Source: an optimization exercise on an open RTL-to-GDS flow (aim: small area and few clock cycles). Production flows keep margins and buffers that such runs may drop.
The RTL was checked by simulation tests, not by an equivalence proof against the original design.
Power figures rest on the tool's default switching activity, not on a simulated workload.

### flow/config.mk
export PLATFORM = sky130hd
export DESIGN_NAME = eland_tx
export DESIGN_NICKNAME = eland_tx
export VERILOG_FILES = /design/flow/design.v
export SDC_FILE = /design/flow/constraint.sdc
export NUM_CORES = 4
export LEC_CHECK = 0
export CAP_MARGIN = 20
export CORE_MARGIN = 2
export CORE_UTILIZATION = 60
export PLACE_DENSITY = 0.7
export SLEW_MARGIN = 20
### flow/constraint.sdc
create_clock -name core_clock -period 12.0 [get_ports {clk}]
set_input_delay 2.4000 -clock core_clock [delete_from_list [all_inputs] [get_ports {clk}]]
set_output_delay 2.4000 -clock core_clock [all_outputs]
set_load 0.01 [all_outputs]
### flow/design.v
module eland_tx (
    input  wire        clk,
    input  wire        rst,           
    input  wire        start,
    input  wire [10:0] length,        
    input  wire [1:0]  spread,        
    input  wire [6:0]  npre,          
    output wire        start_ready,
    input  wire [7:0]  in_data,
    input  wire        in_valid,
    output wire        in_ready,
    output wire        chip,
    output wire        chip_valid,
    output wire        chip_last,
    input  wire        chip_ready
);
    localparam [31:0] PRE_PAT  = 32'hB856E2D3;
    localparam [63:0] SYNC_PAT = 64'h35CA4FB1D670B94E;
    localparam E_IDLE = 3'd0, E_PRE = 3'd1, E_SYNC = 3'd2, E_PHR = 3'd3, E_PAY = 3'd4;
    reg  [2:0]   est;                    
    wire         cwnext;                 
    wire         xfer;                   
    reg  [767:0] ring;                  
    wire [31:0]  r0 = ring[31:0];        
    wire [31:0]  r1 = ring[63:32];       
    reg  [4:0]   ph;                     
    reg  [3:0]   sv;                     
    wire [23:0]  dec = 24'd1 << ph;
    reg         ld;                      
    reg  [1:0]  lq;                      
    reg  [4:0]  ls;                      
    reg  [10:0] rlen;                    
    reg         ahead;                   
    reg  [31:0] crc;
    wire [6:0]  lo      = {lq, 4'd0} + {1'b0, lq, 3'd0} + {2'd0, ls};
    wire [7:0]  loff    = {1'b0, lo} + (ahead ? 8'd96 : 8'd0);
    wire [11:0] rem     = {1'b0, rlen} - {4'd0, loff};
    wire        host    = !rem[11] && (rem[10:0] > 11'd4);
    wire        nz      = !rem[11] && (rem[10:0] != 11'd0);
    wire [1:0]  fidx    = 2'd0 - rem[1:0];
    wire [31:0] fcs     = ~crc;
    wire [7:0]  fbyte   = fcs >> {fidx, 3'b000};
    wire [7:0]  ov      = host ? in_data : (nz ? fbyte : 8'd0);
    wire        slot_hit = ld && (ph == ls);
    assign      in_ready = slot_hit && host;
    wire        inj     = slot_hit && (!host || in_valid);
    function automatic [31:0] crc32_byte;
        input [31:0] c;
        input [7:0]  d;
        integer k;
        reg [31:0] x;
        begin
            x = c ^ {24'd0, d};
            for (k = 0; k < 8; k = k + 1)
                x = x[0] ? ((x >> 1) ^ 32'hEDB88320) : (x >> 1);
            crc32_byte = x;
        end
    endfunction
    reg         rdy;                     
    wire [4:0]  ccol;                    
    reg         comp;                    
    reg  [1:0]  cblk;                    
    reg         capf;                    
    reg  [23:0] info;                    
    reg  [11:0] acca, accb;              
    reg         accqa, accqb;            
    reg  [23:0] pbuf;                    
    wire [11:0] sla, slb;
    wire        sqa, sqb;
    assign sla[0] =
        (dec[0] & r0[13]) |
        (dec[2] & r0[1]) |
        (dec[7] & r0[18]) |
        (dec[13] & r0[2]) |
        (dec[18] & r0[23]) |
        (dec[19] & r0[31]);
    assign slb[0] =
        (dec[3] & r0[18]) |
        (dec[4] & r0[13]) |
        (dec[6] & r0[1]) |
        (dec[9] & r0[2]) |
        (dec[22] & r0[23]) |
        (dec[23] & r0[31]);
    assign sla[1] =
        (dec[0] & r0[3]) |
        (dec[7] & r0[29]) |
        (dec[9] & r0[12]) |
        (dec[13] & r0[16]) |
        (dec[22] & r0[1]);
    assign slb[1] =
        (dec[3] & r0[29]) |
        (dec[4] & r0[3]) |
        (dec[9] & r0[16]) |
        (dec[13] & r0[12]) |
        (dec[18] & r0[1]);
    assign sla[2] =
        (dec[4] & r0[20]) |
        (dec[9] & r0[30]) |
        (dec[11] & r0[3]) |
        (dec[17] & r0[8]) |
        (dec[22] & r0[28]);
    assign slb[2] =
        (dec[0] & r0[20]) |
        (dec[13] & r0[30]) |
        (dec[15] & r0[3]) |
        (dec[18] & r0[28]) |
        (dec[21] & r0[8]);
    assign sla[3] =
        (dec[4] & r0[9]) |
        (dec[5] & r0[5]) |
        (dec[8] & r0[31]) |
        (dec[10] & r0[19]) |
        (dec[23] & r0[20]);
    assign slb[3] =
        (dec[0] & r0[9]) |
        (dec[1] & r0[5]) |
        (dec[12] & r0[31]) |
        (dec[14] & r0[19]) |
        (dec[19] & r0[20]);
    assign sla[4] =
        (dec[4] & r0[30]) |
        (dec[9] & r0[3]) |
        (dec[14] & r0[15]) |
        (dec[16] & r0[26]) |
        (dec[19] & r0[1]);
    assign slb[4] =
        (dec[0] & r0[30]) |
        (dec[10] & r0[15]) |
        (dec[13] & r0[3]) |
        (dec[20] & r0[26]) |
        (dec[23] & r0[1]);
    assign sla[5] =
        (dec[1] & r0[17]) |
        (dec[2] & r0[13]) |
        (dec[3] & r0[5]) |
        (dec[15] & r0[24]) |
        (dec[21] & r0[15]);
    assign slb[5] =
        (dec[5] & r0[17]) |
        (dec[6] & r0[13]) |
        (dec[7] & r0[5]) |
        (dec[11] & r0[24]) |
        (dec[17] & r0[15]);
    assign sla[6] =
        (dec[9] & r0[21]) |
        (dec[11] & r0[14]) |
        (dec[15] & r0[6]) |
        (dec[19] & r0[26]) |
        (dec[21] & r0[20]);
    assign slb[6] =
        (dec[11] & r0[6]) |
        (dec[13] & r0[21]) |
        (dec[15] & r0[14]) |
        (dec[17] & r0[20]) |
        (dec[23] & r0[26]);
    assign sla[7] =
        (dec[3] & r0[24]) |
        (dec[6] & r0[3]) |
        (dec[12] & r0[31]) |
        (dec[16] & r0[6]) |
        (dec[23] & r0[9]);
    assign slb[7] =
        (dec[2] & r0[3]) |
        (dec[7] & r0[24]) |
        (dec[8] & r0[31]) |
        (dec[19] & r0[9]) |
        (dec[20] & r0[6]);
    assign sla[8] =
        (dec[2] & r0[20]) |
        (dec[6] & r0[8]) |
        (dec[12] & r0[3]) |
        (dec[16] & r0[17]) |
        (dec[23] & r0[31]);
    assign slb[8] =
        (dec[2] & r0[8]) |
        (dec[6] & r0[20]) |
        (dec[8] & r0[3]) |
        (dec[19] & r0[31]) |
        (dec[20] & r0[17]);
    assign sla[9] =
        (dec[1] & r0[2]) |
        (dec[11] & r0[4]) |
        (dec[13] & r0[9]) |
        (dec[14] & r0[22]) |
        (dec[18] & r0[8]);
    assign slb[9] =
        (dec[5] & r0[2]) |
        (dec[9] & r0[9]) |
        (dec[10] & r0[22]) |
        (dec[15] & r0[4]) |
        (dec[22] & r0[8]);
    assign sla[10] =
        (dec[0] & r0[28]) |
        (dec[4] & r0[13]) |
        (dec[18] & r0[22]) |
        (dec[21] & r0[30]) |
        (dec[23] & r0[3]);
    assign slb[10] =
        (dec[0] & r0[13]) |
        (dec[4] & r0[28]) |
        (dec[17] & r0[30]) |
        (dec[19] & r0[3]) |
        (dec[22] & r0[22]);
    assign sla[11] =
        (dec[4] & r0[2]) |
        (dec[6] & r0[18]) |
        (dec[8] & r0[8]) |
        (dec[10] & r0[26]) |
        (dec[13] & r0[19]);
    assign slb[11] =
        (dec[0] & r0[2]) |
        (dec[2] & r0[18]) |
        (dec[9] & r0[19]) |
        (dec[12] & r0[8]) |
        (dec[14] & r0[26]);
    assign sqa =
        (dec[0] & (r0[4] ^ r0[14] ^ r0[29])) |
        (dec[1] & (r0[3] ^ r0[18])) |
        (dec[2] & (r0[2] ^ r0[14] ^ r0[21])) |
        (dec[3] & (r0[6] ^ r0[25])) |
        (dec[4] & (r0[3] ^ r0[10] ^ r0[14] ^ r0[21] ^ r0[31])) |
        (dec[5] & r0[6]) |
        (dec[6] & (r0[4] ^ r0[9] ^ r0[19])) |
        (dec[7] & (r0[19] ^ r0[30])) |
        (dec[8] & r0[9]) |
        (dec[9] & (r0[4] ^ r0[13] ^ r0[22] ^ r0[24] ^ r0[31])) |
        (dec[10] & (r0[20] ^ r0[27])) |
        (dec[11] & (r0[4] ^ r0[5] ^ r0[15])) |
        (dec[12] & r0[4]) |
        (dec[13] & (r0[3] ^ r0[10] ^ r0[17] ^ r0[20] ^ r0[24])) |
        (dec[14] & r0[23]) |
        (dec[15] & (r0[7] ^ r0[8] ^ r0[25])) |
        (dec[16] & (r0[7] ^ r0[18] ^ r0[24] ^ r0[27])) |
        (dec[17] & r0[9]) |
        (dec[18] & (r0[9] ^ r0[23])) |
        (dec[19] & (r0[2] ^ r0[16] ^ r0[27])) |
        (dec[20] & r0[24]) |
        (dec[21] & (r0[21] ^ r0[31])) |
        (dec[22] & (r0[2] ^ r0[8] ^ r0[29])) |
        (dec[23] & (r0[4] ^ r0[10] ^ r0[21]));
    assign sqb =
        (dec[0] & (r0[3] ^ r0[10] ^ r0[14] ^ r0[21] ^ r0[31])) |
        (dec[1] & r0[6]) |
        (dec[2] & (r0[4] ^ r0[9] ^ r0[19])) |
        (dec[3] & (r0[19] ^ r0[30])) |
        (dec[4] & (r0[4] ^ r0[14] ^ r0[29])) |
        (dec[5] & (r0[3] ^ r0[18])) |
        (dec[6] & (r0[2] ^ r0[14] ^ r0[21])) |
        (dec[7] & (r0[6] ^ r0[25])) |
        (dec[8] & r0[4]) |
        (dec[9] & (r0[3] ^ r0[10] ^ r0[17] ^ r0[20] ^ r0[24])) |
        (dec[10] & r0[23]) |
        (dec[11] & (r0[7] ^ r0[8] ^ r0[25])) |
        (dec[12] & r0[9]) |
        (dec[13] & (r0[4] ^ r0[13] ^ r0[22] ^ r0[24] ^ r0[31])) |
        (dec[14] & (r0[20] ^ r0[27])) |
        (dec[15] & (r0[4] ^ r0[5] ^ r0[15])) |
        (dec[16] & r0[24]) |
        (dec[17] & (r0[21] ^ r0[31])) |
        (dec[18] & (r0[2] ^ r0[8] ^ r0[29])) |
        (dec[19] & (r0[4] ^ r0[10] ^ r0[21])) |
        (dec[20] & (r0[7] ^ r0[18] ^ r0[24] ^ r0[27])) |
        (dec[21] & r0[9]) |
        (dec[22] & (r0[9] ^ r0[23])) |
        (dec[23] & (r0[2] ^ r0[16] ^ r0[27]));
    wire ldone  = inj && (lq == 2'd3) && (ls == 5'd23);
    wire cstart = (rdy || ldone) && !comp && (!capf || xfer) && (ph[2:0] == 3'd7);
    wire lstart = !ld && (est != E_IDLE) && (rlen > 11'd96) && !ahead && (ph == 5'd23) &&
                  (!rdy || (ccol == 5'd31 && (comp || cstart)));
    reg [31:0] w;
    integer q;
    always @* begin
        for (q = 0; q < 4; q = q + 1) begin
            if (inj && lq == q)
                w[8*q +: 8] = ov;
            else if (comp)
                w[8*q +: 8] = {(ph[2:0] == 3'd7) ? sv[q] : r1[8*q], r0[8*q+1 +: 7]};
            else
                w[8*q +: 8] = r0[8*q +: 8];
        end
    end
    always @(posedge clk) begin
        ring <= {w, ring[767:32]};
        if (ph[2:0] == 3'd0)
            sv <= {r0[24], r0[16], r0[8], r0[0]};
    end
    function automatic [11:0] parity;
        input [11:0] l;
        input        qn;
        integer k;
        reg p0;
        reg [11:0] p;
        begin
            p0   = ^l;
            p[0] = p0;
            p[1] = l[0] ^ qn;
            for (k = 1; k <= 10; k = k + 1)
                p[k+1] = l[k] ^ p[k] ^ ((k == 6) ? p0 : 1'b0);
            parity = p;
        end
    endfunction
    wire [11:0] pa = parity(acca, accqa);
    wire [11:0] pb = parity(accb, accqb);
    reg  [23:0] pnew;
    integer j;
    always @* begin
        for (j = 0; j < 12; j = j + 1) begin
            pnew[2*j]   = pa[j];
            pnew[2*j+1] = pb[j];
        end
    end
    reg [9:0]  cnt;
    reg [6:0]  rep;
    reg [8:0]  pn;
    wire [2:0] srep = cnt[2:0];          
    wire [4:0] erow = cnt[7:3];          
    wire       epar = cnt[8];            
    wire [4:0] ecol = rep[4:0];          
    wire       elast = (rlen <= 11'd96);   
    reg [1:0]  sp_r;
    assign start_ready = (est == E_IDLE);
    wire   accept      = start && start_ready;
    reg [12:0] cmask;
    always @* begin
        case (cnt[7:5])
        3'd0: cmask = 13'h0151;
        3'd1: cmask = 13'h03f2;
        3'd2: cmask = 13'h07b5;
        3'd3: cmask = 13'h0e6a;
        3'd4: cmask = 13'h1cd5;
        3'd5: cmask = 13'h18aa;
        3'd6: cmask = 13'h1054;
        default: cmask = 13'h00a8;
        endcase
    end
    wire [12:0] phr_in  = {sp_r, rlen};    
    wire        crc8bit = ^(phr_in & cmask);
    reg         phr_bit;
    always @* begin
        case (cnt[9:8])
        2'd0:    phr_bit = rlen[cnt[7:5]];
        2'd1:    phr_bit = (cnt[7:5] < 3'd5) ? phr_in[{1'b1, cnt[7:5]}] : 1'b0;
        default: phr_bit = crc8bit;
        endcase
    end
    wire [2:0]  smax    = (3'd1 << sp_r) - 3'd1;
    wire        lastrep = (srep == smax);
    wire [6:0]  rpos    = {erow, 2'b00} + {5'd0, ecol[4:3]};
    wire        row_ok  = {4'd0, rpos} < rlen;
    wire        nrow_ok = {4'd0, rpos} + 11'd4 < rlen;
    wire        pay_ok  = epar || (capf && row_ok);
    reg chip_r;
    always @* begin
        case (est)
        E_PRE:   chip_r = PRE_PAT[cnt[4:0]];
        E_SYNC:  chip_r = SYNC_PAT[cnt[5:0]];
        E_PHR:   chip_r = phr_bit ^ pn[0];
        E_PAY:   chip_r = (epar ? pbuf[erow] : info[erow]) ^ pn[0];
        default: chip_r = 1'b0;
        endcase
    end
    assign chip       = chip_r;
    assign chip_valid = (est == E_PRE) || (est == E_SYNC) || (est == E_PHR) ||
                        ((est == E_PAY) && pay_ok);
    assign chip_last  = (est == E_PAY) && epar && (erow == 5'd23) && (ecol == 5'd31) &&
                        elast && lastrep;
    wire   fire       = chip_valid && chip_ready;
    assign xfer       = (est == E_PAY) && !epar && capf &&
                        (!row_ok || (fire && lastrep && (erow == 5'd23 || !nrow_ok)));
    assign ccol       = (est == E_PAY) ? ecol + {4'd0, epar | xfer} : 5'd0;
    assign cwnext     = (est == E_PAY) && fire && lastrep && epar && (erow == 5'd23) &&
                        (ecol == 5'd31) && !elast;
    integer m;
    always @(posedge clk) begin
        if (rst) begin
            ld   <= 1'b0;
            rdy  <= 1'b0;
            comp <= 1'b0;
            capf <= 1'b0;
            ph   <= 5'd0;
        end else begin
            ph <= (ph == 5'd23) ? 5'd0 : ph + 5'd1;
            if (accept) begin
                rlen   <= length;
                ahead  <= 1'b0;
                crc    <= 32'hFFFFFFFF;
                ld     <= 1'b1;
                lq     <= 2'd0;
                ls     <= 5'd0;
                ph     <= 5'd0;
            end
            if (lstart) begin
                ld     <= 1'b1;
                ahead  <= 1'b1;
                lq     <= 2'd0;
                ls     <= 5'd0;
            end
            if (cwnext) begin
                rlen   <= rlen - 11'd96;
                ahead  <= 1'b0;
            end
            if (inj) begin
                if (host)
                    crc <= crc32_byte(crc, in_data);
                if (ls == 5'd23) begin
                    ls <= 5'd0;
                    lq <= lq + 2'd1;
                    if (lq == 2'd3) begin
                        ld   <= 1'b0;
                        rdy  <= 1'b1;
                    end
                end else begin
                    ls <= ls + 5'd1;
                end
            end
            if (cstart) begin
                comp <= 1'b1;
                cblk <= 2'd0;
            end
            if (comp && ph[2:0] == 3'd7) begin
                cblk <= cblk + 2'd1;
                if (cblk == 2'd2) begin
                    comp <= 1'b0;
                    capf <= 1'b1;
                    if (ccol == 5'd31)
                        rdy <= 1'b0;
                end
            end
            if (xfer)
                capf <= 1'b0;
        end
    end
    wire cfirst = (cblk == 2'd0) && (ph[2:0] == 3'd0);
    always @(posedge clk) begin
        if (comp) begin
            acca  <= (cfirst ? 12'd0 : acca) ^ sla;
            accb  <= (cfirst ? 12'd0 : accb) ^ slb;
            accqa <= (cfirst ? 1'b0 : accqa) ^ sqa;
            accqb <= (cfirst ? 1'b0 : accqb) ^ sqb;
            if (ph[1:0] == 2'd0)
                for (m = 0; m < 6; m = m + 1)
                    if (ph[4:2] == m)
                        for (q = 0; q < 4; q = q + 1)
                            info[6*q + m] <= r0[8*q];
        end
        if (xfer)
            pbuf <= pnew;
    end
    always @(posedge clk) begin
        if (rst) begin
            est <= E_IDLE;
        end else begin
            case (est)
            E_IDLE: begin
                if (accept) begin
                    sp_r  <= spread;
                    rep   <= npre;
                    cnt   <= 10'd0;
                    est   <= E_PRE;
                end
            end
            E_PRE: if (fire) begin
                cnt <= cnt + 10'd1;
                if (cnt[4:0] == 5'd31) begin
                    rep <= rep - 7'd1;
                    if (rep == 7'd1) begin
                        est <= E_SYNC;
                        cnt <= 10'd0;
                    end
                end
            end
            E_SYNC: if (fire) begin
                cnt <= cnt + 10'd1;
                if (cnt[5:0] == 6'd63) begin
                    est <= E_PHR;
                    cnt <= 10'd0;
                    pn  <= 9'h1FF;
                end
            end
            E_PHR: if (fire) begin
                cnt <= cnt + 10'd1;
                pn  <= {pn[0] ^ pn[5], pn[8:1]};
                if (cnt == 10'd767) begin
                    est   <= E_PAY;
                    pn    <= 9'h1FF;
                    cnt   <= 10'd0;
                    rep   <= 7'd0;
                end
            end
            E_PAY: begin
                if (xfer)
                    cnt[8:3] <= 6'b100000;
                if (fire) begin
                    pn <= {pn[0] ^ pn[5], pn[8:1]};
                    if (lastrep) begin
                        cnt[2:0] <= 3'd0;
                        if (!xfer) begin
                            if (epar && erow == 5'd23) begin
                                cnt[8:3] <= 6'd0;
                                rep[4:0] <= ecol + 5'd1;
                                if (ecol == 5'd31 && elast)
                                    est <= E_IDLE;
                            end else begin
                                cnt[7:3] <= erow + 5'd1;
                            end
                        end
                    end else begin
                        cnt[2:0] <= srep + 3'd1;
                    end
                end
            end
            default: est <= E_IDLE;
            endcase
        end
    end
endmodule
### flow/flow/run.sh
#!/bin/bash
# Standard layout; clock tree synthesis without dummy loads and with larger
# sink clusters; ports buffered with the smallest buffer.
set -euo pipefail
export CTS_ARGS="-sink_clustering_enable -repair_clock_nets -dont_use_dummy_load -buf_list sky130_fd_sc_hd__clkbuf_8 -sink_clustering_size 17 -sink_clustering_max_diameter 120"
export BUFFER_PORTS_ARGS="-inputs -outputs -buffer_cell sky130_fd_sc_hd__buf_1"
bash standard.sh > standard.log 2>&1
### flow/standard.sh
#!/bin/bash
# synth_recipe.tcl (not shown) runs the flow's synth.tcl, then flattens the netlist and writes it again
# the make line also repeats each setting of config.mk as NAME=value (left out here)
make -C /OpenROAD-flow-scripts/flow DESIGN_CONFIG=/design/flow/config.mk WORK_HOME=/design/flow/orfs CLKGATE_MAP_FILE= SYNTH_SCRIPT=/design/flow/synth_recipe.tcl "${@:-finish}"
==> out/qor_table.md, run 1 <==
| Quantity | This run |
| --- | --- |
| Hold/Removal Path Class | flop to flop |
| Nature of the critical path startpoint | flop |
| Reported net switching power | 1.604 mW |
| Total cell area at the placement stage | 29700 um^2 |
| Met1 Usage GRT | 32.66% |
| Buffers inserted by post-CTS timing repair | 0 |
| Maximum capacitance violations | 0 |
| 1st-iter DRT viols | 1436 |
| Final routed wirelength across all metal layers | 56650 um |
| Post-Route Skew | 0.07484 ns |
| Sequential fraction of the synthesis area | 70.17% |
| Critical Setup Path Class | flop to primary output |
| Dominant cells by area after synthesis | sky130_fd_sc_hd__dfxtp_1 (54%), sky130_fd_sc_hd__edfxtp_1 (16%), sky130_fd_sc_hd__xnor2_1 (4.2%) |
| Delay contributed by the slowest stage of the critical path | 0.61 ns |
| Source-to-sink clock delay at the later pin of the worst-skew pair | 0.71 ns |
| Cts repair resizes | 0 |
| Overall die area | 50210 um^2 |
| Prevailing post-synth register cell | sky130_fd_sc_hd__dfxtp_1 |
| Post-Synthesis Mean Instance Area | 13.15 um^2 |
| Final worst setup slack | 4.837 ns |
| Max-Slew Margin vs Limit | 29.49% |
| Compound-Gate Fraction of Synth Area | 7.561% |
| Ports placed on the boundary | 38 |
| Most Used Layer, Global Route | met2 |
| Proportion of synthesized area in mux cells | 3.574% |
| Filler Cells Inserted | 3584 |
| Syn Nets | 2301 |
| Crit-path slowest cell | sky130_fd_sc_hd__edfxtp_1 |
| Final HPWL DP | 37850 um |
| Number of flops mapped to enable cells by yosys | 159 |
| Final instance area | 30580 um^2 |
| Met3 usage | 3.489% |
| Max Clock Freq | 139.6 MHz |
| Synthesized-area fraction occupied by adder cells | 2.695% |
| Signal arrival time at the worst endpoint | 4.76 ns |
| Post-Route Hold Slack | 0.2869 ns |
| Number of max-slew violations in the final report | 0 |
| Worst setup slack before clock tree synthesis | 5.595 ns |
| Synthesized netlist cell count | 2209 |
| Period minus WS final | 7.163 ns |
| PwrDens | 189.2 nW/um^2 |
| Clock share of power | 22.6% |
| Internal cell power | 4.184 mW |
| Remaining Overflow, GRT | 0 |
| Antenna violations before repair | 0 |
| Pre-Repair DR Iteration Count | 9 |
| TritonCTS clock tree | done |
| Post-synthesis share of cell area spent on xor and xnor gates | 6.209% |
| Proportion of netlist area held by the largest area contributor | 53.74% |
| CP Capture Type | primary output |
| GR Layer Usage met2 | 35.62% |
| Maximum number of pins on one net before global-route repair | 75 |
| Main combinational cell family by area after synthesis | simple AND/OR/NAND/NOR gates |
| Distinct cell type count after synthesis | 81 |
| Max FO, Critical Path | 10 |
| Number of antenna cells inserted | 0 |
| Post-detailed-route via-to-cell ratio | 5.572 |
| Worst slew pin tran | 1.050 ns |
| DRC violations left | 0 |
| Setup violation total in the final timing report | 0 |
| Total via count in the routed design | 15.84k |
| Yosys reg bits | 939 |
| Result of the run | finished clean |
| Area fraction in and, or, nand and nor cells after synthesis | 7.561% |
| DIE HEIGHT | 224.1 um |
| Starting density of the core | 60.86% |
| Peak supply drop | 139.5 uV |
| Via count of the first global-routing pass | 15.64k |
| Hold buffer count at CTS | 0 |
| Net switching share of the total power | 27.72% |
| Static Leakage | 11.53 nW |
| Number of hold violations in the final report | 0 |
| Placeable core region | 47750 um^2 |
| Sequential fraction of design power | 58.6% |
| Cell type with the largest total area after synthesis | sky130_fd_sc_hd__dfxtp_1 |
| Final Net Count | 2321 |
| Maximum clock path buffer count | 3 |
| Post-DRT Antenna Nets | 0 |
| Number of buffer cells added on primary ports | 37 |
| Wirelength per Cell | 19.93 um |
| Period Utilization, post-route | 59.70% |
| Post-Syn Area | 29060 um^2 |
| Num Clock Sinks | 939 |
| Global-route wire length before repair | 88800 um |
| Gp weighted congestion | 0.8968 |
| Cells traversed along the worst timing path | inv_1, ha_1, xnor2_1, xor2_1, inv_1, ha_1, or2_2, fa_1, nand2_1, a31oi_1, o211ai_1, a211o_1, nand3_1, a41oi_2, and2_1, buf_1 |
| Sum Neg Setup Slack | 0 ns |
| Count of synthesis-stage warnings from yosys | 1 |
| Master cell of the clock root buffer | sky130_fd_sc_hd__clkbuf_8 |
| Row Count | 80 |
| Clock buffer count from CTS | 61 |
| Die width | 224.1 um |
| H-tree Lvls | 2 |
| Total routing resource utilization after global routing | 22.85% |
| Synth-to-Final Area Change | 5.253% |
| Unrepaired setup endpoints after global routing | no |
| Asr flop ratio synth | 0% |
| Clock transition time at the flip-flop clock pins of the worst setup and hold paths | 0.12 ns |
| Crit path required time | 9.60 ns |
| Layout cell share with drive strength beyond 1 | 7.229% |
| Combinational power share | 18.8% |
==> cells in the mapped netlist (7+ instances only) <==
cell,count
sky130_fd_sc_hd__nor3b_1,9
sky130_fd_sc_hd__nor2_1,82
sky130_fd_sc_hd__buf_2,14
sky130_fd_sc_hd__nor3_1,57
sky130_fd_sc_hd__a2111oi_0,7
sky130_fd_sc_hd__clkbuf_1,70
sky130_fd_sc_hd__xor2_1,67
sky130_fd_sc_hd__a211oi_1,7
sky130_fd_sc_hd__and2_1,20
sky130_fd_sc_hd__and3_1,22
sky130_fd_sc_hd__buf_1,12
sky130_fd_sc_hd__mux4_2,24
sky130_fd_sc_hd__dfxtp_1,780
sky130_fd_sc_hd__edfxtp_1,159
sky130_fd_sc_hd__mux2_2,30
sky130_fd_sc_hd__nor2b_1,10
sky130_fd_sc_hd__nand3_1,38
sky130_fd_sc_hd__xnor2_1,139
sky130_fd_sc_hd__nand2_1,139
sky130_fd_sc_hd__a22oi_1,39
sky130_fd_sc_hd__a31oi_1,8
sky130_fd_sc_hd__nor4_1,7
sky130_fd_sc_hd__mux2i_1,16
sky130_fd_sc_hd__a222oi_1,16
sky130_fd_sc_hd__nand2b_1,24
sky130_fd_sc_hd__a21oi_1,94
sky130_fd_sc_hd__ha_1,53
sky130_fd_sc_hd__o21ai_0,70
sky130_fd_sc_hd__inv_1,62
==> worst max-delay path, delay by kind of cell, from the launching register on <==
kind | cells | cell delay, ns
AO/OA/AOI/OAI | 4 | 1.07
adder cells (fa/ha/maj) | 3 | 0.91
AND/OR/NAND/NOR | 4 | 0.74
flip-flops | 1 | 0.61
buffers and inverters | 3 | 0.39
XOR/XNOR | 2 | 0.39
==> cells by family after synthesis <==
group                      Yosys count
buffers and inverters              162
AOI/OAI and AO/OA                  324
adders and majority gates           59
muxes                               70
xor gates and xnor gates           206
DFF                                939
and+or+nand+nor                    449
==> placed cells by master (no fill, tap or decap), types with 30 or more instances in the layout <==
master	count
sky130_fd_sc_hd__xnor2_1	139
sky130_fd_sc_hd__buf_1	37
sky130_fd_sc_hd__nand3_1	38
sky130_fd_sc_hd__nor2_1	81
sky130_fd_sc_hd__inv_1	62
sky130_fd_sc_hd__clkbuf_8	61
sky130_fd_sc_hd__ha_1	53
sky130_fd_sc_hd__o21ai_0	70
sky130_fd_sc_hd__a22oi_1	39
sky130_fd_sc_hd__edfxtp_1	159
sky130_fd_sc_hd__a21oi_1	94
sky130_fd_sc_hd__dfxtp_1	779
sky130_fd_sc_hd__mux2_2	30
sky130_fd_sc_hd__nor3_1	56
sky130_fd_sc_hd__nand2_1	139
sky130_fd_sc_hd__xor2_1	67
==> sequential cells by signal (all words and copies together) (netlist names), 2 cells and up <==
signal and flops:
ls 5, sv 4, pn 9, lq 2, cnt 10, rep 7, cblk 2, est 3
accb 12, acca 12, ph 5, crc 32, ring 768, sp_r 2, rlen 11, pbuf 24
info 24
==> path summary, 6_finish.rpt <==
check / cells past startpoint / endpoint / slack [ns] / from
hold / removal: 0 / ring[6]$_DFF_P_ / 0.29 / ring[38]$_DFF_P_
setup reg to reg: 18 / ls[2]$_SDFFCE_PP0P_ / 6.76 / cnt[4]$_DFFE_PP_
setup / recovery: 16 / in_ready / 4.84 / rlen[2]$_DFFE_PP_
hold reg to reg: 0 / ring[6]$_DFF_P_ / 0.29 / ring[38]$_DFF_P_
==> power by group through the flow <==
stage | logic, mW | clock network [mW] | registers, mW
CTS | 1.07 | 1.36 | 3.40
floorplan | 0.865 | 0 | 3.40
global route | 1.20 | 1.47 | 3.40
detailed placement | 1.07 | 0 | 3.47
finish | 1.09 | 1.31 | 3.39
global placement | 1.04 | 0 | 3.46
==> final cells by class <==
class / instances / area, um^2 / share of cell area (%)
clock buffers: 61 / 839.6 / 2.745
flip-flops and latches: 939 / 20390 / 66.67
inverters: 62 / 232.7 / 0.7609
well taps: 615 / 769.5 / 2.516
repair buffers: 57 / 305.3 / 0.9982
multi-input cells: 1108 / 8046 / 26.31
==> routing by layer <==
layer  up-vias  wire length, um
met4         0             1840
met1      7632            26130
met5         -                0
li1       7596                -
met3       120             3223
met2       489            25450
==> through the flow <==
stage | power [mW] | std cells | util [%]
2_1_floorplan | 4.260 | 2209 | -
3_3_place_gp | 4.508 | 2779 | 62.21
3_5_place_dp | 4.535 | 2779 | 62.21
4_1_cts | 5.827 | 2840 | 63.97
5_1_grt | 6.075 | 2842 | 64.06
6_report | 5.788 | 2842 | 64.06
Testbench counts, summed over its fixed seeds: cycles 1,790,809.
==> run 2: changes to the inputs <==
--- a/flow/design.v
+++ b/flow/design.v
@@ -25,7 +25,7 @@
     wire [31:0]  r1 = ring[63:32];       
     reg  [4:0]   ph;                     
     reg  [3:0]   sv;                     
-    wire [23:0]  dec = 24'd1 << ph;
+    wire [23:0]  dec;                    
     reg         ld;                      
     reg  [1:0]  lq;                      
     reg  [4:0]  ls;                      
@@ -65,6 +65,7 @@
     reg  [11:0] acca, accb;              
     reg         accqa, accqb;            
     reg  [23:0] pbuf;                    
+    assign      dec = comp ? (24'd1 << ph) : 24'd0;
     wire [11:0] sla, slb;
     wire        sqa, sqb;
     assign sla[0] =
@@ -432,11 +433,11 @@
     end
     wire cfirst = (cblk == 2'd0) && (ph[2:0] == 3'd0);
     always @(posedge clk) begin
+        acca  <= ((comp && cfirst) ? 12'd0 : acca) ^ sla;
+        accb  <= ((comp && cfirst) ? 12'd0 : accb) ^ slb;
+        accqa <= ((comp && cfirst) ? 1'b0 : accqa) ^ sqa;
+        accqb <= ((comp && cfirst) ? 1'b0 : accqb) ^ sqb;
         if (comp) begin
-            acca  <= (cfirst ? 12'd0 : acca) ^ sla;
-            accb  <= (cfirst ? 12'd0 : accb) ^ slb;
-            accqa <= (cfirst ? 1'b0 : accqa) ^ sqa;
-            accqb <= (cfirst ? 1'b0 : accqb) ^ sqb;
             if (ph[1:0] == 2'd0)
                 for (m = 0; m < 6; m = m + 1)
                     if (ph[4:2] == m)
==> flow/flow/run.sh (replaced) <==
#!/bin/bash
# Standard layout; clock tree synthesis without dummy loads and with larger
# sink clusters; ports buffered with the smallest buffer.
set -euo pipefail
export CTS_ARGS="-sink_clustering_enable -repair_clock_nets -dont_use_dummy_load -buf_list sky130_fd_sc_hd__clkbuf_8 -sink_clustering_size 15 -sink_clustering_max_diameter 100"
export BUFFER_PORTS_ARGS="-inputs -outputs -buffer_cell sky130_fd_sc_hd__buf_1"
bash standard.sh > standard.log 2>&1
==> run 2 against run 1 <==
Clock skew down 0.033 ns; combinational power down 17%; sequential share of layout area decreased by 0.98 points; hold slack gained 0.016 ns; routed wire length down 3.7%; total power down 2.0%; first-iteration DRC count shrank 7.2%; core utilization rose by 0.26 points; sequential cell count unchanged.
==> out/qor_table.md, run 2 <==
| Quantity | This run |
| --- | --- |
| Result of the run | finished clean |
| Ports placed on the boundary | 38 |
| Maximum number of pins on one net before global-route repair | 65 |
| Static Leakage | 11.71 nW |
| Delay contributed by the slowest stage of the critical path | 0.56 ns |
| Distinct cell type count after synthesis | 86 |
| Hold/Removal Path Class | flop to flop |
| Count of synthesis-stage warnings from yosys | 1 |
| Source-to-sink clock delay at the later pin of the worst-skew pair | 0.65 ns |
| H-tree Lvls | 3 |
| Hold buffer count at CTS | 0 |
| Num Clock Sinks | 939 |
| Asr flop ratio synth | 0% |
| Proportion of netlist area held by the largest area contributor | 55.75% |
| Starting density of the core | 60.74% |
| CP Capture Type | primary output |
| Maximum capacitance violations | 0 |
| Wirelength per Cell | 19.17 um |
| Total cell area at the placement stage | 29610 um^2 |
| Hold wc startpoint | ring[293]$_DFF_P_ |
| Final routed wirelength across all metal layers | 54570 um |
| Pre-Repair DR Iteration Count | 6 |
| Largest register by flop count | ring |
| Setup violation total in the final timing report | 0 |
| Remaining Overflow, GRT | 0 |
| Final Net Count | 2325 |
| Worst slew pin tran | 1.099 ns |
| DIE HEIGHT | 223.6 um |
| Total routing resource utilization after global routing | 22.16% |
| Syn Nets | 2289 |
| Peak supply drop | 155.2 uV |
| Die width | 223.6 um |
| Signal arrival time at the worst endpoint | 4.64 ns |
| Cell type with the largest total area after synthesis | sky130_fd_sc_hd__dfxtp_1 |
| Sum Neg Setup Slack | 0 ns |
| Period minus WS final | 7.044 ns |
| Cells traversed along the worst timing path | inv_1, ha_1, xnor2_1, xnor2_1, inv_1, ha_1, or2_2, fa_1, nand2_1, a21o_1, a211oi_1, o22ai_1, o31a_1, and2_1, buf_1 |
| Post-Synthesis Mean Instance Area | 13.17 um^2 |
| Most common cell in the netlist | sky130_fd_sc_hd__dfxtp_1 |
| Unrepaired setup endpoints after global routing | no |
| Crit path required time | 9.60 ns |
| Net switching share of the total power | 26.11% |
| Post-DRT Antenna Nets | 0 |
| Cts repair resizes | 0 |
| Number of max-slew violations in the final report | 0 |
| Global-route wire length before repair | 85380 um |
| Synthesized netlist cell count | 2197 |
| Final worst setup slack | 4.956 ns |
| Layout cell share with drive strength beyond 1 | 6.723% |
| Overall die area | 50010 um^2 |
| PwrDens | 185.1 nW/um^2 |
| Final cell utilization of the core | 64.32% |
| Via count of the first global-routing pass | 15.49k |
| Worst setup path start | rlen[2]$_DFFE_PP_ |
| Number of buffer cells added on primary ports | 37 |
| Prevailing post-synth register cell | sky130_fd_sc_hd__dfxtp_1 |
| Final HPWL DP | 36290 um |
| Post-Route Skew | 0.04168 ns |
| Max FO, Critical Path | 12 |
| Commonest non-fill, non-tap cells in the layout | sky130_fd_sc_hd__dfxtp_1 (805), sky130_fd_sc_hd__xnor2_1 (148), sky130_fd_sc_hd__edfxtp_1 (133) |
| 1st-iter DRT viols | 1332 |
| Internal cell power | 4.193 mW |
| Crit-path slowest cell | sky130_fd_sc_hd__o31a_1 |
| Critical Setup Path Class | flop to primary output |
| Master cell of the clock root buffer | sky130_fd_sc_hd__clkbuf_8 |
| Clock share of power | 24.8% |
| Nature of the critical path startpoint | flop |
| Reported net switching power | 1.482 mW |
| Instance count after placement with tap cells included | 2773 |
| Number of flops mapped to enable cells by yosys | 133 |
| Sequential fraction of the synthesis area | 69.55% |
| Number of flip-flops in the largest register | 768 |
| Antenna violations before repair | 0 |
| Biggest regs | ring (768), crc (32) |
| Placeable core region | 47650 um^2 |
| Buffers inserted by post-CTS timing repair | 0 |
| Most frequent cells after synthesis | sky130_fd_sc_hd__dfxtp_1 (806), sky130_fd_sc_hd__xnor2_1 (148), sky130_fd_sc_hd__edfxtp_1 (133), sky130_fd_sc_hd__nor2_1 (133), sky130_fd_sc_hd__nand2_1 (118) |
| Dominant cells by area after synthesis | sky130_fd_sc_hd__dfxtp_1 (56%), sky130_fd_sc_hd__edfxtp_1 (14%), sky130_fd_sc_hd__xnor2_1 (4.5%) |
| Worst setup slack before clock tree synthesis | 5.660 ns |
| Gp weighted congestion | 0.9040 |
| Max Clock Freq | 142.0 MHz |
| Clock buffer count from CTS | 72 |
| R2R Path Start | cnt[4]$_DFFE_PP_ |
| Final instance area | 30650 um^2 |
| Synth-to-Final Area Change | 5.893% |
| Non-Filler Instances | 2847 |
| Most common cell after layout, fill and taps aside | sky130_fd_sc_hd__dfxtp_1 |
| Yosys reg bits | 939 |
| Post-detailed-route via-to-cell ratio | 5.473 |
| Combinational power share | 15.9% |
| TritonCTS clock tree | done |
| Row Count | 80 |
| Post-Syn Area | 28940 um^2 |
| DRC violations left | 0 |
| Sequential fraction of design power | 59.2% |
| Max-Slew Margin vs Limit | 26.16% |
| Total via count in the routed design | 15.58k |
| Number of hold violations in the final report | 0 |
| Clock transition time at the flip-flop clock pins of the worst setup and hold paths | 0.10 ns |
| Maximum clock path buffer count | 3 |
| Period Utilization, post-route | 58.70% |
[run 2: cell types whose count changed after synthesis, moves of 9 or more]
cell / before / now
sky130_fd_sc_hd__mux2i_1: 16 / 73
sky130_fd_sc_hd__and2_1: 20 / 3
sky130_fd_sc_hd__mux2_2: 30 / 4
sky130_fd_sc_hd__o21ai_0: 70 / 49
sky130_fd_sc_hd__a21oi_1: 94 / 83
sky130_fd_sc_hd__nand2_1: 139 / 118
sky130_fd_sc_hd__dfxtp_1: 780 / 806
sky130_fd_sc_hd__nor3_1: 57 / 25
sky130_fd_sc_hd__xnor2_1: 139 / 148
sky130_fd_sc_hd__and3_1: 22 / 13
sky130_fd_sc_hd__nor2_1: 82 / 133
sky130_fd_sc_hd__edfxtp_1: 159 / 133
[run 2: cells by family (layout without fill, tap and decap cells)]
kind of cell / after synthesis / count (layout) / share of synthesized area, %
flip-flops: 939 / 939 / 69.55
AND/OR/NAND/NOR: 419 / 419 / 6.978
AO/OA/AOI/OAI: 308 / 308 / 7.501
XOR/XNOR: 212 / 212 / 6.489
buffers and inverters: 157 / 191 / 2.136
multiplexers: 102 / 102 / 4.626
adder cells (fa/ha/maj): 60 / 60 / 2.715
other: 0 / 1 / 0
[run 2: worst max-delay path, delay by kind of cell, from the launching register on]
family                   cells  cell delay, ns
AO/OA/AOI/OAI                4            1.04
adder cells (fa/ha/maj)      3            0.95
AND/OR/NAND/NOR              3            0.61
flip-flops                   1            0.55
buffers and inverters        3            0.50
XOR/XNOR                     2            0.36
[run 2: final cells by class]
cell class	instances	area, um^2
fill	3632	17000
clock buffer	72	991.0
timing repair buffer	57	309.0
antenna	1	2.502
multi-input combinational	1101	8210
sequential	939	20130
tap	615	769.5
inverter	62	232.7
[run 2: path summary, 6_finish.rpt]
| path | to | slack [ns] | cells after the start |
|---|---|---|---|
| setup reg to reg | ls[3]$_SDFFCE_PP0P_ | 6.45 | 19 |
| hold / removal | ring[261]$_DFF_P_ | 0.30 | 0 |
| setup / recovery | in_ready | 4.96 | 15 |
| hold reg to reg | ring[261]$_DFF_P_ | 0.30 | 0 |
[run 2: power by group through the flow]
| stage | combinational [mW] | clock, mW | sequential [mW] |
|---|---|---|---|
| after CTS | 0.894 | 1.47 | 3.36 |
| after floorplan | 0.733 | 0 | 3.37 |
| after global routing | 0.998 | 1.57 | 3.37 |
| after global placement | 0.873 | 0 | 3.44 |
| final | 0.904 | 1.41 | 3.36 |
| after detailed placement | 0.890 | 0 | 3.44 |
[run 2: per-layer routing]
metal / vias to the layer above / global-route usage (%) / wire length [um]
li1: 7580 / - / -
met2: 422 / 35.14 / 24670
met4: 0 / 8.796 / 1746
met5: - / 0 / 0
met3: 115 / 3.699 / 2773
met1: 7465 / 30.68 / 25380
[run 2: through the flow]
stage                     total power [mW]  hold WS, ns
final                                5.674       0.3028
after global routing                 5.937       0.2950
after CTS                            5.726       0.2944
after detailed placement             4.329       0.3121
after global placement               4.309       0.3095
after floorplan                      4.105       0.3096
Testbench counts of run 2, summed over its fixed seeds: cycles 1,790,809.
==> run 3: changes to the inputs <==
--- a/flow/config.mk
+++ b/flow/config.mk
@@ -5,8 +5,8 @@
 export SDC_FILE = /design/flow/constraint.sdc
 export NUM_CORES = 4
 export LEC_CHECK = 0
-export CAP_MARGIN = 20
+export CAP_MARGIN = 0
 export CORE_MARGIN = 2
 export CORE_UTILIZATION = 60
 export PLACE_DENSITY = 0.7
-export SLEW_MARGIN = 20
+export SLEW_MARGIN = 0
==> run 3 against run 2 <==
Sequential power barely moved; global-route usage unchanged; non-clock buffer count is 1 lower; hold slack worse by 0.0012 ns; combinational power is 1% lower.
==> out/qor_table.md, run 3 <==
| Quantity | This run |
| --- | --- |
| Max-Slew Margin vs Limit | 17.96% |
| Ports placed on the boundary | 38 |
| PwrDens | 185.2 nW/um^2 |
| Nature of the critical path startpoint | flop |
| Post-Synthesis Mean Instance Area | 13.17 um^2 |
| Layout cell share with drive strength beyond 1 | 6.637% |
| Crit path required time | 9.60 ns |
| Maximum clock path buffer count | 3 |
| Global-route wire length before repair | 85380 um |
| Sequential fraction of the synthesis area | 69.55% |
| Worst setup path start | rlen[2]$_DFFE_PP_ |
| Most common cell in the netlist | sky130_fd_sc_hd__dfxtp_1 |
| Instance count after placement with tap cells included | 2773 |
| DRC violations left | 0 |
| 1st-iter DRT viols | 1338 |
| Maximum number of pins on one net before global-route repair | 65 |
| Count of synthesis-stage warnings from yosys | 1 |
| Most frequent cells after synthesis | sky130_fd_sc_hd__dfxtp_1 (806), sky130_fd_sc_hd__xnor2_1 (148), sky130_fd_sc_hd__edfxtp_1 (133), sky130_fd_sc_hd__nor2_1 (133), sky130_fd_sc_hd__nand2_1 (118) |
| Number of max-slew violations in the final report | 0 |
| TritonCTS clock tree | done |
| Most common cell after layout, fill and taps aside | sky130_fd_sc_hd__dfxtp_1 |
| Hold/Removal Path Class | flop to flop |
| Largest register by flop count | ring |
| Yosys reg bits | 939 |
| Number of flip-flops in the largest register | 768 |
| Proportion of synthesized area in mux cells | 4.626% |
| H-tree Lvls | 3 |
| Synth-to-Final Area Change | 5.763% |
| Post-DRT Antenna Nets | 0 |
| R2R Path Start | cnt[4]$_DFFE_PP_ |
| Cell family with the largest share of critical-path delay | compound AO/OA/AOI/OAI gates |
| Worst setup slack before clock tree synthesis | 5.660 ns |
| Worst slew pin tran | 1.226 ns |
| Master cell of the clock root buffer | sky130_fd_sc_hd__clkbuf_8 |
| Area fraction in and, or, nand and nor cells after synthesis | 6.978% |
| Peak supply drop | 155.2 uV |
| Antenna violations before repair | 0 |
| Post-Route Hold Slack | 0.3016 ns |
| Final Net Count | 2324 |
| Post-Syn Area | 28940 um^2 |
| Max Clock Freq | 142.8 MHz |
| Proportion of netlist area held by the largest area contributor | 55.75% |
| Synthesized-area fraction occupied by adder cells | 2.715% |
| Total via count in the routed design | 15.55k |
| Final HPWL DP | 36290 um |
| Signal arrival time at the worst endpoint | 4.60 ns |
| Cts repair resizes | 0 |
| Distinct cell type count after synthesis | 86 |
| Buffers inserted by post-CTS timing repair | 0 |
| Setup violation total in the final timing report | 0 |
| Static Leakage | 11.70 nW |
| Overall die area | 50010 um^2 |
| Die width | 223.6 um |
| Number of flops mapped to enable cells by yosys | 133 |
| Remaining Overflow, GRT | 0 |
| Compound-Gate Fraction of Synth Area | 7.501% |
| Prevailing post-synth register cell | sky130_fd_sc_hd__dfxtp_1 |
| Row Count | 80 |
| Post-Route Skew | 0.04350 ns |
| Unrepaired setup endpoints after global routing | no |
| Cells traversed along the worst timing path | inv_1, ha_1, xnor2_1, xnor2_1, inv_1, ha_1, or2_2, fa_1, nand2_1, a21o_1, a211oi_1, o22ai_1, o31a_1, and2_1, buf_1 |
| Total routing resource utilization after global routing | 22.16% |
| Delay contributed by the slowest stage of the critical path | 0.54 ns |
| Number of hold violations in the final report | 0 |
| Non-Filler Instances | 2846 |
| Syn Nets | 2289 |
| Asr flop ratio synth | 0% |
| Synthesized netlist cell count | 2197 |
| Dominant cells by area after synthesis | sky130_fd_sc_hd__dfxtp_1 (56%), sky130_fd_sc_hd__edfxtp_1 (14%), sky130_fd_sc_hd__xnor2_1 (4.5%) |
| Cell type with the largest total area after synthesis | sky130_fd_sc_hd__dfxtp_1 |
| Clock buffer count from CTS | 72 |
| Pre-Repair DR Iteration Count | 7 |
| Post-synthesis share of cell area spent on xor and xnor gates | 6.489% |
| Final worst setup slack | 4.996 ns |
| Wirelength per Cell | 19.15 um |
| Final cell utilization of the core | 64.24% |
| Clock transition time at the flip-flop clock pins of the worst setup and hold paths | 0.10 ns |
| Num Clock Sinks | 939 |
| Result of the run | finished clean |
| Buffering stage count on the worst path with inverters included | 3 |
| CP Capture Type | primary output |
| Via count of the first global-routing pass | 15.49k |
| Placeable core region | 47650 um^2 |
| Period minus WS final | 7.004 ns |
| Gp weighted congestion | 0.9040 |
| Critical Setup Path Class | flop to primary output |
| Source-to-sink clock delay at the later pin of the worst-skew pair | 0.66 ns |
| Number of buffer cells added on primary ports | 37 |
| Period Utilization, post-route | 58.37% |
| Final routed wirelength across all metal layers | 54510 um |
| Commonest non-fill, non-tap cells in the layout | sky130_fd_sc_hd__dfxtp_1 (805), sky130_fd_sc_hd__xnor2_1 (148), sky130_fd_sc_hd__edfxtp_1 (133) |
| Biggest regs | ring (768), crc (32) |
| Sum Neg Setup Slack | 0 ns |
| Hold buffer count at CTS | 0 |
| Post-detailed-route via-to-cell ratio | 5.463 |
| Crit-path slowest cell | sky130_fd_sc_hd__edfxtp_1 |
| Hold wc startpoint | ring[293]$_DFF_P_ |
| Starting density of the core | 60.74% |
| DIE HEIGHT | 223.6 um |
| Maximum capacitance violations | 0 |
| Max FO, Critical Path | 12 |
| Main combinational cell family by area after synthesis | compound AO/OA/AOI/OAI gates |
run 3: cell families (layout without fill, tap and decap cells):
group | Yosys count | count (layout)
AOI/OAI and AO/OA | 308 | 308
other | 0 | 1
DFF | 939 | 939
and+or+nand+nor | 419 | 419
muxes | 102 | 102
buffers and inverters | 157 | 190
adders and majority gates | 60 | 60
xor gates and xnor gates | 212 | 212
run 3: worst paths after layout:
| path | end | slack, ns | cells after the start |
|---|---|---|---|
| worst max-delay path | in_ready | 5.00 | 15 |
| worst min-delay path | ring[261]$_DFF_P_ | 0.30 | 0 |
| worst max register to register | ls[3]$_SDFFCE_PP0P_ | 6.46 | 19 |
| worst min register to register | ring[261]$_DFF_P_ | 0.30 | 0 |
run 3: stage by stage:
stage | instance area [um^2] | power [mW]
2_1_floorplan | 28940 | 4.105
3_3_place_gp | 29610 | 4.309
3_5_place_dp | 29610 | 4.329
4_1_cts | 30610 | 5.726
5_1_grt | 30610 | 5.931
6_report | 30610 | 5.670
run 3: where the power goes:
part           switching [mW]  internal (mW)
Clock                   0.871          0.540
Combinational           0.514          0.381
Sequential             0.0973           3.27
Total                    1.48           4.19
run 3: area by class of cell:
cell class / count / area (um^2)
Antenna cell: 1 / 2.502
Clock buffer: 72 / 991.0
Fill cell: 3632 / 17040
Inverter: 62 / 232.7
Multi-Input combinational cell: 1101 / 8200
Sequential cell: 939 / 20130
Tap cell: 615 / 769.5
Timing Repair Buffer: 56 / 281.5
run 3: worst register-to-register path, delay by kind of cell, from the launching register on:
family / cells / cell delay, ns
flops: 1 / 0.94
compound gates: 7 / 1.62
xor+xnor: 2 / 0.38
fa+ha+maj: 4 / 1.11
simple gates: 6 / 1.16
run 3: layer usage:
| layer | global-route usage (%) | wire length (um) |
|---|---|---|
| met1 | 30.68 | 25420 |
| met2 | 35.14 | 24700 |
| met3 | 3.699 | 2757 |
| met4 | 8.796 | 1637 |
| met5 | 0 | 0 |
==> run 4: changes to the inputs <==
--- a/flow/config.mk
+++ b/flow/config.mk
@@ -7,6 +7,6 @@
 export LEC_CHECK = 0
 export CAP_MARGIN = 0
 export CORE_MARGIN = 2
-export CORE_UTILIZATION = 60
-export PLACE_DENSITY = 0.7
+export CORE_UTILIZATION = 65
+export PLACE_DENSITY = 0.78
 export SLEW_MARGIN = 0
==> run 4 against run 3 <==
Still clean; register-to-register slack got worse by 0.21 ns; critical path depth stayed put; cell count down 1.1%; sequential share of layout area increased by 0.18 points; synthesized cell count is the same; critical endpoint unchanged; largest cell class unchanged.
==> out/qor_table.md, run 4 <==
| Quantity | This run |
| --- | --- |
| Syn Nets | 2289 |
| Clock transition time at the flip-flop clock pins of the worst setup and hold paths | 0.10 ns |
| TritonCTS clock tree | done |
| Most common cell in the netlist | sky130_fd_sc_hd__dfxtp_1 |
| Synthesized netlist cell count | 2197 |
| Total cell area at the placement stage | 29530 um^2 |
| Antenna violations before repair | 2 |
| Biggest regs | ring (768), crc (32) |
| Number of buffer cells added on primary ports | 37 |
| Overall die area | 46230 um^2 |
| Max-Slew Margin vs Limit | 20.12% |
| Number of flops mapped to enable cells by yosys | 133 |
| Pre-Repair DR Iteration Count | 7 |
| Gp weighted congestion | 0.9056 |
| Commonest non-fill, non-tap cells in the layout | sky130_fd_sc_hd__dfxtp_1 (805), sky130_fd_sc_hd__xnor2_1 (148), sky130_fd_sc_hd__edfxtp_1 (133) |
| Final routed wirelength across all metal layers | 54280 um |
| H-tree Lvls | 3 |
| Static Leakage | 11.66 nW |
| Post-DRT Antenna Nets | 0 |
| Compound-Gate Fraction of Synth Area | 7.501% |
| Worst slew pin tran | 1.186 ns |
| Total routing resource utilization after global routing | 23.81% |
| Yosys reg bits | 939 |
| Sequential fraction of the synthesis area | 69.55% |
| Max FO, Critical Path | 12 |
| Row Count | 77 |
| Post-synthesis share of cell area spent on xor and xnor gates | 6.489% |
| Most common cell after layout, fill and taps aside | sky130_fd_sc_hd__dfxtp_1 |
| Cts repair resizes | 0 |
| Post-Syn Area | 28940 um^2 |
| Number of flip-flops in the largest register | 768 |
| Final Net Count | 2317 |
| Signal arrival time at the worst endpoint | 4.58 ns |
| Critical Setup Path Class | flop to primary output |
| Final cell utilization of the core | 69.18% |
| Prevailing post-synth register cell | sky130_fd_sc_hd__dfxtp_1 |
| Die width | 215.0 um |
| Unrepaired setup endpoints after global routing | no |
| Synthesized-area fraction occupied by adder cells | 2.715% |
| Via count of the first global-routing pass | 15.60k |
| Number of hold violations in the final report | 0 |
| Area fraction in and, or, nand and nor cells after synthesis | 6.978% |
| Wirelength per Cell | 19.27 um |
| Crit path required time | 9.60 ns |
| Final instance area | 30530 um^2 |
| Period Utilization, post-route | 58.17% |
| Starting density of the core | 65.59% |
| Period minus WS final | 6.980 ns |
| Post-detailed-route via-to-cell ratio | 5.620 |
| Cell type with the largest total area after synthesis | sky130_fd_sc_hd__dfxtp_1 |
| Hold buffer count at CTS | 0 |
| Maximum clock path buffer count | 3 |
| Peak supply drop | 132.9 uV |
| Clock buffer count from CTS | 72 |
| Global-route wire length before repair | 85530 um |
| Post-Route Skew | 0.07195 ns |
| Source-to-sink clock delay at the later pin of the worst-skew pair | 0.67 ns |
| Num Clock Sinks | 939 |
| Most frequent cells after synthesis | sky130_fd_sc_hd__dfxtp_1 (806), sky130_fd_sc_hd__xnor2_1 (148), sky130_fd_sc_hd__edfxtp_1 (133), sky130_fd_sc_hd__nor2_1 (133), sky130_fd_sc_hd__nand2_1 (118) |
| Final HPWL DP | 36690 um |
| Result of the run | finished clean |
| Dominant cells by area after synthesis | sky130_fd_sc_hd__dfxtp_1 (56%), sky130_fd_sc_hd__edfxtp_1 (14%), sky130_fd_sc_hd__xnor2_1 (4.5%) |
| Largest register by flop count | ring |
| CP Capture Type | primary output |
| Sum Neg Setup Slack | 0 ns |
| Asr flop ratio synth | 0% |
| Remaining Overflow, GRT | 0 |
| Hold/Removal Path Class | flop to flop |
| Total via count in the routed design | 15.83k |
| Master cell of the clock root buffer | sky130_fd_sc_hd__clkbuf_8 |
| Maximum capacitance violations | 0 |
| Count of synthesis-stage warnings from yosys | 1 |
| Layout cell share with drive strength beyond 1 | 6.343% |
| Post-Synthesis Mean Instance Area | 13.17 um^2 |
| Maximum number of pins on one net before global-route repair | 65 |
| Proportion of netlist area held by the largest area contributor | 55.75% |
| 1st-iter DRT viols | 1468 |
| Distinct cell type count after synthesis | 86 |
| Buffers inserted by post-CTS timing repair | 0 |
| Setup violation total in the final timing report | 0 |
| Number of max-slew violations in the final report | 0 |
| Proportion of synthesized area in mux cells | 4.626% |
| DIE HEIGHT | 215.0 um |
| DRC violations left | 0 |
| Max Clock Freq | 143.3 MHz |
| Nature of the critical path startpoint | flop |
| Ports placed on the boundary | 38 |
| Synth-to-Final Area Change | 5.482% |
| PwrDens | 186.0 nW/um^2 |
| Placeable core region | 44120 um^2 |
| Main combinational cell family by area after synthesis | compound AO/OA/AOI/OAI gates |
[run 4: where the power goes]
part | leakage, nW | switching (mW) | internal, mW
sequential | 7.70 | 0.114 | 3.27
combinational | 3.44 | 0.499 | 0.380
clock | 0.518 | 0.877 | 0.540
total | 11.7 | 1.49 | 4.19
[run 4: per-stage QoR]
step	setup WS [ns]	hold slack (ns)	std cells	power [mW]
floorplan	6.185	0.3096	2197	4.105
global placement	5.776	0.3096	2743	4.301
detailed placement	5.710	0.3121	2743	4.327
CTS	4.918	0.2857	2815	5.726
global route	4.718	0.2989	2816	5.929
finish	5.020	0.2779	2816	5.677
[run 4: cells by family (layout without fill, tap and decap cells)]
kind of cell	after synthesis	in the layout
muxes	102	102
and+or+nand+nor	419	419
other	0	1
AOI/OAI and AO/OA	308	308
DFF	939	939
adders and majority gates	60	60
buffers and inverters	157	183
xor gates and xnor gates	212	212
[run 4: area by class of cell]
| cell class | count | area [um^2] |
|---|---|---|
| Antenna cell | 1 | 2.502 |
| Clock buffer | 72 | 991.0 |
| Fill cell | 3079 | 13600 |
| Inverter | 62 | 232.7 |
| Multi-Input combinational cell | 1101 | 8200 |
| Sequential cell | 939 | 20130 |
| Tap cell | 592 | 740.7 |
| Timing Repair Buffer | 49 | 229.0 |
[run 4: final timing paths]
check,startpoint,end,slack (ns),cells after the start
worst min-delay path,ring[727]$_DFF_P_,ring[695]$_DFF_P_,0.28,0
worst max-delay path,rlen[2]$_DFFE_PP_,in_ready,5.02,15
worst max register to register,cnt[3]$_DFFE_PP_,ls[4]$_SDFFCE_PP0P_,6.25,19
worst min register to register,ring[727]$_DFF_P_,ring[695]$_DFF_P_,0.28,0
[run 4: metal layers]
metal,share of wire [%],GRT usage [%]
met1,45,33.56
met2,46,37.16
met3,6.5,4.416
met4,2.6,8.782
met5,0,0
[run 4: worst max-delay path, stage by stage, from the launching register on]
cell and delay, ns:
sky130_fd_sc_hd__edfxtp_1 0.55, sky130_fd_sc_hd__inv_1 0.30, sky130_fd_sc_hd__ha_1 0.30, sky130_fd_sc_hd__xnor2_1 0.14, sky130_fd_sc_hd__xnor2_1 0.21, sky130_fd_sc_hd__inv_1 0.07, sky130_fd_sc_hd__ha_1 0.20, sky130_fd_sc_hd__or2_2 0.31
sky130_fd_sc_hd__fa_1 0.45, sky130_fd_sc_hd__nand2_1 0.09, sky130_fd_sc_hd__a21o_1 0.17, sky130_fd_sc_hd__a211oi_1 0.09, sky130_fd_sc_hd__o22ai_1 0.22, sky130_fd_sc_hd__o31a_1 0.50, sky130_fd_sc_hd__and2_1 0.21, sky130_fd_sc_hd__buf_1 0.15
==> run 5: changes to the inputs <==
==> flow/flow/run.sh (replaced) <==
#!/bin/bash
# Standard layout; clock tree synthesis without dummy loads and with larger
# sink clusters; ports buffered with the smallest buffer.
set -euo pipefail
export CTS_ARGS="-sink_clustering_enable -repair_clock_nets -dont_use_dummy_load -buf_list sky130_fd_sc_hd__clkbuf_16 -sink_clustering_size 28 -sink_clustering_max_diameter 60"
export BUFFER_PORTS_ARGS="-inputs -outputs -buffer_cell sky130_fd_sc_hd__buf_1"
bash standard.sh > standard.log 2>&1
--- a/flow/config.mk
+++ b/flow/config.mk
@@ -7,6 +7,6 @@
 export LEC_CHECK = 0
 export CAP_MARGIN = 0
 export CORE_MARGIN = 2
-export CORE_UTILIZATION = 65
-export PLACE_DENSITY = 0.78
+export CORE_UTILIZATION = 60
+export PLACE_DENSITY = 0.7
 export SLEW_MARGIN = 0
==> run 5 against run 4 <==
Still clean; fmax is 0.89% higher; first-iteration DRC count is 1.7% higher; via count is 1.8% lower; critical path depth stayed put; total power is 3.5% higher; global-route usage is 1.6 points lower; register-to-register slack better by 0.23 ns; clock skew is 0.0059 ns higher; count of clock-buffer cells in the layout is 23 lower; synthesized area stayed put; cell area is 1.0% higher; worst setup slack better by 0.062 ns.
==> out/qor_table.md, run 5 <==
| Quantity | This run |
| --- | --- |
| Final HPWL DP | 36290 um |
| Max FO, Critical Path | 12 |
| Nature of the critical path startpoint | flop |
| Clock transition time at the flip-flop clock pins of the worst setup and hold paths | 0.10 ns |
| Unrepaired setup endpoints after global routing | no |
| Worst setup slack before clock tree synthesis | 5.660 ns |
| Static Leakage | 11.78 nW |
| Maximum clock path buffer count | 3 |
| Final Net Count | 2301 |
| TritonCTS clock tree | done |
| Cell type with the largest total area after synthesis | sky130_fd_sc_hd__dfxtp_1 |
| Distinct cell type count after synthesis | 86 |
| Biggest regs | ring (768), crc (32) |
| Worst slew pin tran | 1.216 ns |
| Synthesized-area fraction occupied by adder cells | 2.715% |
| Overall die area | 50010 um^2 |
| Pre-Repair DR Iteration Count | 8 |
| Net switching share of the total power | 25.50% |
| Most common cell in the netlist | sky130_fd_sc_hd__dfxtp_1 |
| Starting density of the core | 60.74% |
| Asr flop ratio synth | 0% |
| Layout cell share with drive strength beyond 1 | 5.664% |
| 1st-iter DRT viols | 1493 |
| Setup violation total in the final timing report | 0 |
| Yosys reg bits | 939 |
| Sequential fraction of the synthesis area | 69.55% |
| Post-Route Hold Slack | 0.2758 ns |
| Most frequent cells after synthesis | sky130_fd_sc_hd__dfxtp_1 (806), sky130_fd_sc_hd__xnor2_1 (148), sky130_fd_sc_hd__edfxtp_1 (133), sky130_fd_sc_hd__nor2_1 (133), sky130_fd_sc_hd__nand2_1 (118) |
| Count of synthesis-stage warnings from yosys | 1 |
| Cells traversed along the worst timing path | inv_1, ha_1, xnor2_1, xnor2_1, inv_1, ha_1, or2_2, fa_1, nand2_1, a21o_1, a211oi_1, o22ai_1, o31a_1, and2_1, buf_1 |
| Placeable core region | 47650 um^2 |
| Proportion of synthesized area in mux cells | 4.626% |
| Total via count in the routed design | 15.54k |
| Cts repair resizes | 0 |
| Post-Synthesis Mean Instance Area | 13.17 um^2 |
| Max Clock Freq | 144.5 MHz |
| Max-Slew Margin vs Limit | 18.62% |
| Hold buffer count at CTS | 0 |
| Crit-path slowest cell | sky130_fd_sc_hd__edfxtp_1 |
| Post-DRT Antenna Nets | 0 |
| Combinational power share | 15.3% |
| Signal arrival time at the worst endpoint | 4.52 ns |
| Post-detailed-route via-to-cell ratio | 5.505 |
| Maximum capacitance violations | 0 |
| Number of hold violations in the final report | 0 |
| Number of flip-flops in the largest register | 768 |
| Hold/Removal Path Class | flop to flop |
| Clock buffer count from CTS | 49 |
| Number of flops mapped to enable cells by yosys | 133 |
| Number of buffer cells added on primary ports | 37 |
| Result of the run | finished clean |
| Dominant cells by area after synthesis | sky130_fd_sc_hd__dfxtp_1 (56%), sky130_fd_sc_hd__edfxtp_1 (14%), sky130_fd_sc_hd__xnor2_1 (4.5%) |
| Most common cell after layout, fill and taps aside | sky130_fd_sc_hd__dfxtp_1 |
| Prevailing post-synth register cell | sky130_fd_sc_hd__dfxtp_1 |
| PwrDens | 190.5 nW/um^2 |
| Delay contributed by the slowest stage of the critical path | 0.53 ns |
| Period minus WS final | 6.919 ns |
| Proportion of netlist area held by the largest area contributor | 55.75% |
| Wirelength per Cell | 19.54 um |
| Num Clock Sinks | 939 |
| Antenna violations before repair | 0 |
| Ports placed on the boundary | 38 |
| Die width | 223.6 um |
| Row Count | 80 |
| Period Utilization, post-route | 57.66% |
| Internal cell power | 4.378 mW |
| Final Power | 5.876 mW |
| Maximum number of pins on one net before global-route repair | 65 |
| Number of antenna cells inserted | 0 |
| Remaining Overflow, GRT | 0 |
| Peak supply drop | 156.6 uV |
| Crit path required time | 9.60 ns |
| Largest register by flop count | ring |
| Clock share of power | 27.4% |
| Compound-Gate Fraction of Synth Area | 7.501% |
| Gp weighted congestion | 0.9040 |
| Commonest non-fill, non-tap cells in the layout | sky130_fd_sc_hd__dfxtp_1 (805), sky130_fd_sc_hd__xnor2_1 (148), sky130_fd_sc_hd__edfxtp_1 (133) |
| H-tree Lvls | 2 |
| Post-Syn Area | 28940 um^2 |
| Final routed wirelength across all metal layers | 55130 um |
| Synth-to-Final Area Change | 6.567% |
| Cell family with the largest share of critical-path delay | compound AO/OA/AOI/OAI gates |
| Reported net switching power | 1.498 mW |
| Post-synthesis share of cell area spent on xor and xnor gates | 6.489% |
| Sequential fraction of design power | 57.3% |
| DIE HEIGHT | 223.6 um |
| Critical Setup Path Class | flop to primary output |
| Post-Route Skew | 0.07780 ns |
| Via count of the first global-routing pass | 15.32k |
| Main combinational cell family by area after synthesis | compound AO/OA/AOI/OAI gates |
| CP Capture Type | primary output |
| Area fraction in and, or, nand and nor cells after synthesis | 6.978% |
| DRC violations left | 0 |
| Number of max-slew violations in the final report | 0 |
| Syn Nets | 2289 |
| Global-route wire length before repair | 85900 um |
| Final worst setup slack | 5.081 ns |
| Synthesized netlist cell count | 2197 |
| Source-to-sink clock delay at the later pin of the worst-skew pair | 0.62 ns |
| Buffering stage count on the worst path with inverters included | 3 |
| Buffers inserted by post-CTS timing repair | 0 |
| Total routing resource utilization after global routing | 22.20% |
| Sum Neg Setup Slack | 0 ns |
| Master cell of the clock root buffer | sky130_fd_sc_hd__clkbuf_16 |
## run 5: power by group through the flow
stage | sequential (mW) | combinational [mW] | clock, mW
after floorplan | 3.37 | 0.733 | 0
after CTS | 3.37 | 0.895 | 1.66
after global routing | 3.38 | 0.988 | 1.76
after detailed placement | 3.44 | 0.890 | 0
final | 3.37 | 0.898 | 1.61
after global placement | 3.44 | 0.873 | 0
## run 5: worst paths after layout
path | startpoint | end | slack, ns | depth (start not counted)
min | ring[57]$_DFF_P_ | ring[25]$_DFF_P_ | 0.28 | 0
max | rlen[2]$_DFFE_PP_ | in_ready | 5.08 | 15
max reg2reg | cnt[4]$_DFFE_PP_ | ls[3]$_SDFFCE_PP0P_ | 6.48 | 19
min reg2reg | ring[57]$_DFF_P_ | ring[25]$_DFF_P_ | 0.28 | 0
## run 5: stage by stage
stage / util (%) / cell area (um^2) / instances
floorplan: - / 28940 / 2197
global placement: 62.16 / 29610 / 2773
detailed placement: 62.16 / 29610 / 2773
CTS: 64.73 / 30840 / 2822
global route: 64.73 / 30840 / 2822
finish: 64.73 / 30840 / 2822
## run 5: cell type report
class,count,area [um^2]
Clock buffer,49,1226
Fill cell,3560,16800
Inverter,62,232.7
Multi-Input combinational cell,1101,8200
Sequential cell,939,20130
Tap cell,615,769.5
Timing Repair Buffer,56,281.5
## run 5: cell families (layout without fill, tap and decap cells)
family                     after synthesis  count (layout)
adders and majority gates               60              60
muxes                                  102             102
DFF                                    939             939
AOI/OAI and AO/OA                      308             308
xor gates and xnor gates               212             212
buffers and inverters                  157             167
and+or+nand+nor                        419             419
## run 5: per-layer routing
layer	vias to the layer above	wire [um]	global-route usage (%)
met5	-	0	0
met4	0	1520	7.914
met3	108	2889	2.912
met2	439	25250	35.78
met1	7450	25470	31.13
li1	7539	-	-
## run 5: worst reg2reg max path: stages, from the launching register on
cell,delay (ns)
sky130_fd_sc_hd__edfxtp_1,0.94
sky130_fd_sc_hd__ha_1,0.42
sky130_fd_sc_hd__nand3_1,0.22
sky130_fd_sc_hd__xnor2_1,0.23
sky130_fd_sc_hd__ha_1,0.28
sky130_fd_sc_hd__a2111oi_0,0.37
sky130_fd_sc_hd__o31ai_1,0.13
sky130_fd_sc_hd__o22ai_1,0.27
sky130_fd_sc_hd__o31ai_4,0.13
sky130_fd_sc_hd__nand3_1,0.22
sky130_fd_sc_hd__nand2_1,0.09
sky130_fd_sc_hd__ha_1,0.21
sky130_fd_sc_hd__ha_1,0.20
sky130_fd_sc_hd__xor2_1,0.15
sky130_fd_sc_hd__nand4_1,0.11
sky130_fd_sc_hd__nor3_1,0.36
sky130_fd_sc_hd__nand2b_1,0.16
sky130_fd_sc_hd__a21oi_1,0.06
sky130_fd_sc_hd__a21oi_1,0.35
sky130_fd_sc_hd__o21a_1,0.31

afterwards: timing with drivers on the ports:
The flow's constraints put no driver on any port. The routed layouts listed below were extracted and timed again, unchanged, in two steps.
Step 1 (the two cells are an assumption about what drives the block):
set clk [get_ports {clk}]
set_driving_cell -lib_cell sky130_fd_sc_hd__clkbuf_16 $clk
set_driving_cell -lib_cell sky130_fd_sc_hd__buf_2 [delete_from_list [all_inputs] $clk]
Step 2 adds t to the input delays and takes it off the output delays; t is the mean of the earliest and latest rising clock arrival at the registers after step 1. Input paths then give back, and output paths get back, about the clock's delay inside the block.
Three values: ideal ports, drivers, drivers and shift; two values: the first two.
run | t (ns) | slack for setup (ns) | clock arrival spread, ns
run 1 | 0.722 | 4.837 / 4.783 / 5.504 | 0.077 / 0.077
run 2 | 0.688 | 4.956 / 4.903 / 5.591 | 0.047 / 0.047
run 3 | 0.689 | 4.996 / 4.943 / 5.632 | 0.045 / 0.046
run 4 | 0.692 | 5.020 / 4.961 / 5.653 | 0.074 / 0.073
run 5 | 0.639 | 5.081 / 5.021 / 5.660 | 0.086 / 0.086
After both steps setup and hold are still met in every run listed.
